Context: an optimization exercise on an open-source flow, tuned for small area, a short achievable clock period and few clock cycles. The choices shown serve that exercise and are no tape-out recipe. RTL that was checked went through simulation tests only; none was proved equivalent to the original. Power and IR drop assume default switching activity.

lane 1:
Design ecath_enc, start of the top module:
module ecath_enc (
    input  wire        clk,
    input  wire        rst,
    input  wire        s_valid,
    output wire        s_ready,
    input  wire [31:0] s_data,
    input  wire [6:0]  s_k,       
    input  wire [3:0]  s_m,       
    output wire        m_valid,
    input  wire        m_ready,
    output wire [31:0] m_data,
    output wire        m_last
);
    function [7:0] xt;     
        input [7:0] a;
        xt = {a[6:0], 1'b0} ^ (a[7] ? 8'h1d : 8'h00);
    endfunction
    function [7:0] cmul;   
        input [2:0] j;
        input [7:0] y;
        cmul = (j[0] ? y : 8'h00) ^ (j[1] ? xt(y) : 8'h00) ^ (j[2] ? xt(xt(y)) : 8'h00) ^ 8'h01;
    endfunction
    reg        sr;        
    reg        fn;        
    reg [6:0]  rem;       
    reg [6:0]  xn;        
    reg [3:0]  mt;        
    wire       fire   = s_valid & sr;
    wire       last_t = fn ? (s_k == 7'd1) : (rem == 7'd1);
    always @(posedge clk) begin
        if (rst) begin
            fn <= 1'b1;
        end else if (fire) begin
            fn <= last_t;
            if (fn) begin
                rem <= s_k - 7'd1;
                xn  <= {3'd0, s_m} + 7'd1;
                mt  <= s_m;
            end else begin
                rem <= rem - 7'd1;
  ...
Size in the first run: roughly 44000 sq um of cells after synthesis.
Settings: LEC_CHECK=0, CAP_MARGIN=20, CORE_MARGIN=2, CORE_UTILIZATION=30, PLACE_DENSITY=0.5, SLEW_MARGIN=20, SYNTH_HIERARCHICAL=1; clock period 11.5 ns.
standard.sh (not shown) runs the stock make flow with config.mk's settings and CLKGATE_MAP_FILE= SYNTH_SCRIPT=/design/flow/synth_recipe.tcl, a recipe that flattens the netlist after the stock synthesis.
==> flow/flow/run.sh <==
#!/bin/bash
# Standard ORFS layout (the standard.sh), with port buffers of a stronger
# cell and timing repair aimed below the period the design reaches anyway.
set -euo pipefail
bash standard.sh SETUP_SLACK_MARGIN=8.0 \
  "BUFFER_PORTS_ARGS=-buffer_cell sky130_fd_sc_hd__buf_4" finish > orfs_make.log 2>&1
Testbench counts of lane 1, summed over its fixed seeds: cycles 34,416.
Input changes introduced in lane 2 (baseline for comparison: lane 1):
--- a/flow/design.v
+++ b/flow/design.v
@@ -142,13 +142,13 @@
     reg        ca, cb;     
     reg        bm;         
     reg        ua, ub;     
     wire [31:0] d0_d;
     wire [55:0] cr_d;
     ecath_lmux #(.W(32)) u_d0 (.s(hold), .a(d0), .b(s_data), .y(d0_d));
-    assign cr_d = (hold | fn) ? cf : cn;
+    ecath_lmux #(.W(56)) u_cr (.s(hold | fn), .a(cf), .b(cn), .y(cr_d));
     always @(posedge clk) begin
         d0 <= d0_d;
         cr <= cr_d;
     end
     reg  [255:0] acc;         
     wire [255:0] accn;
@@ -302,21 +302,21 @@
         end
         jo  <= jo_n;
         ml  <= ml_n;
         pfb <= pfb_n;
         pl  <= pl_n;
     end
-    wire [32:0] r1_d;
+    wire [32:0] r1_d, r2_d;
     wire        r1e = ~r1v | m_ready;
     wire        r2e;
     ecath_lmux #(.W(1))  u_r2e (.s(m_ready), .a(r1v & r2v), .b(r1v & ~r2v), .y(r2e));
     ecath_lmux #(.W(33)) u_r1 (.s(r1e), .a(r2v ? {r2l, r2} : {plast, pdata}), .b({r1l, r1}), .y(r1_d));
+    ecath_lmux #(.W(33)) u_r2 (.s(r2e), .a({plast, pdata}), .b({r2l, r2}), .y(r2_d));
     always @(posedge clk) begin
         {r1l, r1} <= r1_d;
-        if (r2e)
-            {r2l, r2} <= {plast, pdata};
+        {r2l, r2} <= r2_d;
     end
     wire first_n = hold | (fire & fn);             
     wire big_n   = hold ? (mt > 4'd4) : (s_m > 4'd4);
     wire can     = big_n ? (fa & fb) : (fa | fb);
     wire cont_n  = ~hold & fire & ~fn;             
     wire ga_n    = first_n ? (can & (big_n | fa)) : (cont_n & ua_n);
- Lane 2 completed end to end with timing, DRC and antenna clean.
- Lane 2 and lane 1 ended up with nearly the same via count.
- Lane 1 reports its beginning of the critical path as ga$_SDFF_PP0_ while lane 2 reports r1[1]$_DFF_P_.
- In the tables for lane 2 and lane 1, combinational cell fraction of total power reads higher with lane 1.
- Looking at timing endpoint of the critical path, the acc[51]$_DFF_P_ result is from lane 1; the m_data[1] one comes from lane 2.
- Relative to lane 1, area of the die increased by 1.4% in lane 2.
- Comparing cell count of the worst reg-to-reg path for lane 2 and lane 1, the smaller number came from lane 1.
- Looking at power across both flows, lane 2 is the weaker of the two, with lane 1 ahead.
- Summary — half-perimeter wire length after detailed placement, lane 2 relative to lane 1: higher, by 2.6%.
Testbench counts of lane 2, summed over its fixed seeds: cycles 34,416.


## P
Another version of the RTL of ecath_enc (not shown whole).
For scale: roughly 6100 cells after synthesis, about 440 flip-flops, ~82 I/O pins, roughly 47000 sq um of cells after synthesis.
==> module ecath_enc, before the edit <==
module ecath_enc (
    input  wire        clk,
    input  wire        rst,
    input  wire        s_valid,
    output wire        s_ready,
    input  wire [31:0] s_data,
    input  wire [6:0]  s_k,       
    input  wire [3:0]  s_m,       
    output wire        m_valid,
    input  wire        m_ready,
    output wire [31:0] m_data,
    output wire        m_last
);
    localparam MAXM = 8;
    reg        sr;        
    reg        fn;        
    reg [6:0]  rem;       
    reg [6:0]  xn;        
    reg [3:0]  mt;        
    wire       fire   = s_valid & sr;
    wire       last_t = fn ? (s_k == 7'd1) : (rem == 7'd1);
    always @(posedge clk) begin
        if (rst) begin
            fn <= 1'b1;
        end else if (fire) begin
            fn <= last_t;
            if (fn) begin
                rem <= s_k - 7'd1;
                xn  <= {3'd0, s_m} + 7'd1;
                mt  <= s_m;
            end else begin
                rem <= rem - 7'd1;
                xn  <= xn + 7'd1;
            end
        end
    end
    wire [63:0] tinv;
    gf_inv u_tab (.h(xn[6:3]), .t(tinv));
    wire [7:0] e0 [0:7];
    wire [7:0] e1 [0:7];
    wire [7:0] e2 [0:7];
    wire [7:0] e3 [0:7];
    wire [55:0] cn;        
    wire [55:0] cf;        
    function [7:0] xt;     
        input [7:0] a;
        xt = {a[6:0], 1'b0} ^ (a[7] ? 8'h1d : 8'h00);
    endfunction
    genvar u;
    generate
        for (u = 0; u < 8; u = u + 1) begin : g_perm
            assign e0[u] = tinv[8*u +: 8];
            assign e1[u] = xn[0] ? e0[u ^ 1] : e0[u];
            assign e2[u] = xn[1] ? e1[u ^ 2] : e1[u];
            assign e3[u] = xn[2] ? e2[u ^ 4] : e2[u];    
        end
        for (u = 1; u < 8; u = u + 1) begin : g_cn
            wire [7:0] y1 = e3[u];
            wire [7:0] y2 = xt(y1);
            wire [7:0] y4 = xt(y2);
            wire [7:0] jy = ((u & 1) ? y1 : 8'h00) ^ ((u & 2) ? y2 : 8'h00) ^ ((u & 4) ? y4 : 8'h00);
            assign cn[8*(u-1) +: 8] = jy ^ 8'h01;
        end
    endgenerate
    reg [31:0] d0;         
    reg [55:0] cr;         
    reg        v0;         
    reg        f0;         
    reg        l0;         
    reg        hold;       
    reg        g;          
    reg        clr;        
    wire [3:0] mf = hold ? mt : s_m;
    ecath_coef0 u_c0 (.m(mf), .c(cf));
    always @(posedge clk) begin
        if (!hold) begin
            d0 <= s_data;
        end
        cr <= (hold | fn) ? cf : cn;
    end
    reg [32*MAXM-1:0] acc;         
    wire [31:0] dg = d0 & {32{g}};
    wire [32*MAXM-1:0] accn;
    genvar j, b;
    generate
        for (j = 0; j < MAXM; j = j + 1) begin : g_row
            wire [31:0] prod;
            if (j == 0) begin : g_one
                assign prod = dg;
            end else begin : g_mul
                for (b = 0; b < 4; b = b + 1) begin : g_lane
                    gf_mul u_mul (.a(dg[8*b +: 8]), .b(cr[8*(j-1) +: 8]), .y(prod[8*b +: 8]));
                end
            end
            assign accn[32*j +: 32] = (acc[32*j +: 32] & {32{~clr}}) ^ prod;
        end
    endgenerate
    always @(posedge clk) begin
        acc <= accn;
    end
    reg        have;      
    reg [2:0]  jo;        
    reg [3:0]  mo;        
    reg [31:0] r1, r2;    
    reg        r1v, r2v, r1l, r2l;
    wire       done    = g & l0;                   
    wire       pop     = r1v & m_ready;
    wire       push_ok = ~r2v | pop;
    wire       lastrow = (jo == mo[2:0] - 3'd1);   
    wire       push    = (done | have) & push_ok;
    wire [31:0] pdata  = have ? acc[32*jo +: 32] : accn[31:0];
    wire       plast   = have ? lastrow : (mt == 4'd1);
    reg        have_n;
    reg [2:0]  jo_n;
    always @(*) begin
        have_n = have;
        jo_n   = jo;
        if (done) begin
            have_n = have | ~(push_ok & (mt == 4'd1));
            jo_n   = (~have & push_ok) ? 3'd1 : 3'd0;
        end else if (have & push_ok) begin
            have_n = ~lastrow;
            jo_n   = jo + 3'd1;
        end
    end
    wire [3:0] mo_n = done ? mt : mo;
    wire       lastrow_n = (jo_n == mo_n[2:0] - 3'd1);
    wire r1_take = ~r1v | pop;                      
    always @(posedge clk) begin
        if (rst) begin
            r1v <= 1'b0;
            r2v <= 1'b0;
        end else begin
            if (r1_take) begin
                if (r2v) begin
                    r1  <= r2;
                    r1l <= r2l;
                    r1v <= 1'b1;
                    if (push) begin
                        r2  <= pdata;
                        r2l <= plast;
                    end
                    r2v <= push;
                end else begin
                    if (push) begin
                        r1  <= pdata;
                        r1l <= plast;
                    end
                    r1v <= push;
                end
            end else if (push) begin
                r2  <= pdata;
                r2l <= plast;
                r2v <= 1'b1;
            end
        end
    end
    wire v0_n  = hold | fire;
    wire f0_n  = hold ? f0 : fn;
    wire l0_n  = hold ? l0 : last_t;
    wire r2v_nx = r1_take ? (r2v & push) : (r2v | push);
    wire hold_n = v0_n & f0_n & have_n & ~(lastrow_n & ~r2v_nx);
    always @(posedge clk) begin
        if (rst) begin
            sr   <= 1'b1;
            v0   <= 1'b0;
            hold <= 1'b0;
            g    <= 1'b0;
            clr  <= 1'b0;
            have <= 1'b0;
        end else begin
            sr   <= ~hold_n;
            v0   <= v0_n;
            f0   <= f0_n;
            l0   <= l0_n;
            hold <= hold_n;
            g    <= v0_n & ~hold_n;
            clr  <= v0_n & ~hold_n & f0_n;
            have <= have_n;
            jo   <= jo_n;
            mo   <= mo_n;
        end
    end
    assign s_ready = sr;
    assign m_valid = r1v;
    assign m_data  = r1;
    assign m_last  = r1l;
endmodule
clock: 11.5 ns
lec_check: 0
cap_margin: 20
core_margin: 2
core_utilization: 30
place_density: 0.5
slew_margin: 20
run.sh (not shown) runs the stock make flow with config.mk's settings and CLKGATE_MAP_FILE= SYNTH_SCRIPT=/design/flow/synth_recipe.tcl, a recipe that flattens the netlist after the stock synthesis.
Stock flow here: none of the scripts above is used.
[inputs] Q vs P
diff --git a/flow/design.v b/flow/design.v
--- a/flow/design.v
+++ b/flow/design.v
@@ -136,67 +136,75 @@
     reg        v0;         
     reg        f0;         
     reg        l0;         
     reg        hold;       
     reg        g;          
     reg        clr;        
+    wire       g_n;        
     wire [3:0] mf = hold ? mt : s_m;
     ecath_coef0 u_c0 (.m(mf), .c(cf));
     always @(posedge clk) begin
         if (!hold) begin
             d0 <= s_data;
         end
-        cr <= (hold | fn) ? cf : cn;
+        cr <= {56{g_n}} & ((hold | fn) ? cf : cn);
     end
     reg [32*MAXM-1:0] acc;         
-    wire [31:0] dg = d0 & {32{g}};
+    wire [31:0] dg = d0 & {32{g}};      
     wire [32*MAXM-1:0] accn;
     genvar j, b;
     generate
         for (j = 0; j < MAXM; j = j + 1) begin : g_row
             wire [31:0] prod;
             if (j == 0) begin : g_one
                 assign prod = dg;
             end else begin : g_mul
                 for (b = 0; b < 4; b = b + 1) begin : g_lane
-                    gf_mul u_mul (.a(dg[8*b +: 8]), .b(cr[8*(j-1) +: 8]), .y(prod[8*b +: 8]));
+                    gf_mul u_mul (.a(d0[8*b +: 8]), .b(cr[8*(j-1) +: 8]), .y(prod[8*b +: 8]));
                 end
             end
             assign accn[32*j +: 32] = (acc[32*j +: 32] & {32{~clr}}) ^ prod;
         end
     endgenerate
     always @(posedge clk) begin
         acc <= accn;
     end
     reg        have;      
-    reg [2:0]  jo;        
-    reg [3:0]  mo;        
+    reg [7:0]  joh;       
+    reg [7:0]  mlh;       
     reg [31:0] r1, r2;    
     reg        r1v, r2v, r1l, r2l;
     wire       done    = g & l0;                   
     wire       pop     = r1v & m_ready;
     wire       push_ok = ~r2v | pop;
-    wire       lastrow = (jo == mo[2:0] - 3'd1);   
+    wire       lastrow = |(joh & mlh);
     wire       push    = (done | have) & push_ok;
-    wire [31:0] pdata  = have ? acc[32*jo +: 32] : accn[31:0];
+    reg [31:0] rowsel;
+    integer q;
+    always @(*) begin
+        rowsel = 32'd0;
+        for (q = 0; q < MAXM; q = q + 1)
+            rowsel = rowsel | (acc[32*q +: 32] & {32{joh[q]}});
+    end
+    wire [31:0] pdata  = have ? rowsel : accn[31:0];
     wire       plast   = have ? lastrow : (mt == 4'd1);
     reg        have_n;
-    reg [2:0]  jo_n;
+    reg [7:0]  joh_n;
     always @(*) begin
         have_n = have;
-        jo_n   = jo;
+        joh_n  = joh;
         if (done) begin
             have_n = have | ~(push_ok & (mt == 4'd1));
-            jo_n   = (~have & push_ok) ? 3'd1 : 3'd0;
+            joh_n  = (~have & push_ok) ? 8'b0000_0010 : 8'b0000_0001;
         end else if (have & push_ok) begin
             have_n = ~lastrow;
-            jo_n   = jo + 3'd1;
-        end
-    end
-    wire [3:0] mo_n = done ? mt : mo;
-    wire       lastrow_n = (jo_n == mo_n[2:0] - 3'd1);
+            joh_n  = {joh[6:0], 1'b0};
+        end
+    end
+    wire [7:0] mlh_n     = done ? (8'd1 << (mt[2:0] - 3'd1)) : mlh;    
+    wire       lastrow_n = |(joh_n & mlh_n);
     wire r1_take = ~r1v | pop;                      
     always @(posedge clk) begin
         if (rst) begin
             r1v <= 1'b0;
             r2v <= 1'b0;
         end else begin
@@ -226,12 +234,13 @@
     end
     wire v0_n  = hold | fire;
     wire f0_n  = hold ? f0 : fn;
     wire l0_n  = hold ? l0 : last_t;
     wire r2v_nx = r1_take ? (r2v & push) : (r2v | push);
     wire hold_n = v0_n & f0_n & have_n & ~(lastrow_n & ~r2v_nx);
+    assign g_n  = v0_n & ~hold_n & ~rst;
     always @(posedge clk) begin
         if (rst) begin
             sr   <= 1'b1;
             v0   <= 1'b0;
             hold <= 1'b0;
             g    <= 1'b0;
@@ -240,17 +249,17 @@
         end else begin
             sr   <= ~hold_n;
             v0   <= v0_n;
             f0   <= f0_n;
             l0   <= l0_n;
             hold <= hold_n;
-            g    <= v0_n & ~hold_n;
+            g    <= g_n;
             clr  <= v0_n & ~hold_n & f0_n;
             have <= have_n;
-            jo   <= jo_n;
-            mo   <= mo_n;
+            joh  <= joh_n;
+            mlh  <= mlh_n;
         end
     end
     assign s_ready = sr;
     assign m_valid = r1v;
     assign m_data  = r1;
     assign m_last  = r1l;
Compared with P, in Q area of all sequential standard cells moved up; number of antenna repair diodes moved down; data required time at the worst endpoint level; shortest period the worst path allows moved up. Lower sequential power among Q and P: Q. Q has area overhead of the layout relative to synthesis above what P had. On depth of the worst register-to-register path: Q sits above P.
Testbench counts of Q, summed over its fixed seeds: cycles 37,131.
No functional check of the RTL was part of P.

separate check: timing with driven ports:
The flow's constraints put no driver on any port. The routed layouts listed below were extracted and timed again, unchanged, in two steps.
Step 1 sets driving cells, clkbuf_16 on the clock port and buf_2 on the other inputs (assumed; they add their load-dependent delay and slew).
Step 2 adds t to the input delays and takes it off the output delays; t is the mean of the earliest and latest rising clock arrival at the registers after step 1. Input paths then give back, and output paths get back, about the clock's delay inside the block.
a / b / c = ideal / step 1 / step 2; a / b = the first two.
run	shift t [ns]	setup slack, ns	hold WS [ns]	worst register clock-pin slew, ns
lane 1	0.770	7.934 / 7.934 / 7.568	0.475 / 0.475 / 0.475	0.07 / 0.07
lane 2	0.772	7.917 / 7.831 / 7.520	0.479 / 0.479 / 0.479	0.07 / 0.07
P	0.771	7.307 / 7.349 / 6.578	0.507 / 0.507 / 0.507	0.07 / 0.07
Q	0.735	6.666 / 6.718 / 5.983	0.534 / 0.534 / 0.534	0.06 / 0.06
After both steps setup and hold are still met in every run listed. For P, which loses most, drivers alone change the setup slack by +0.042 ns; drivers and shift together by -0.729 ns.
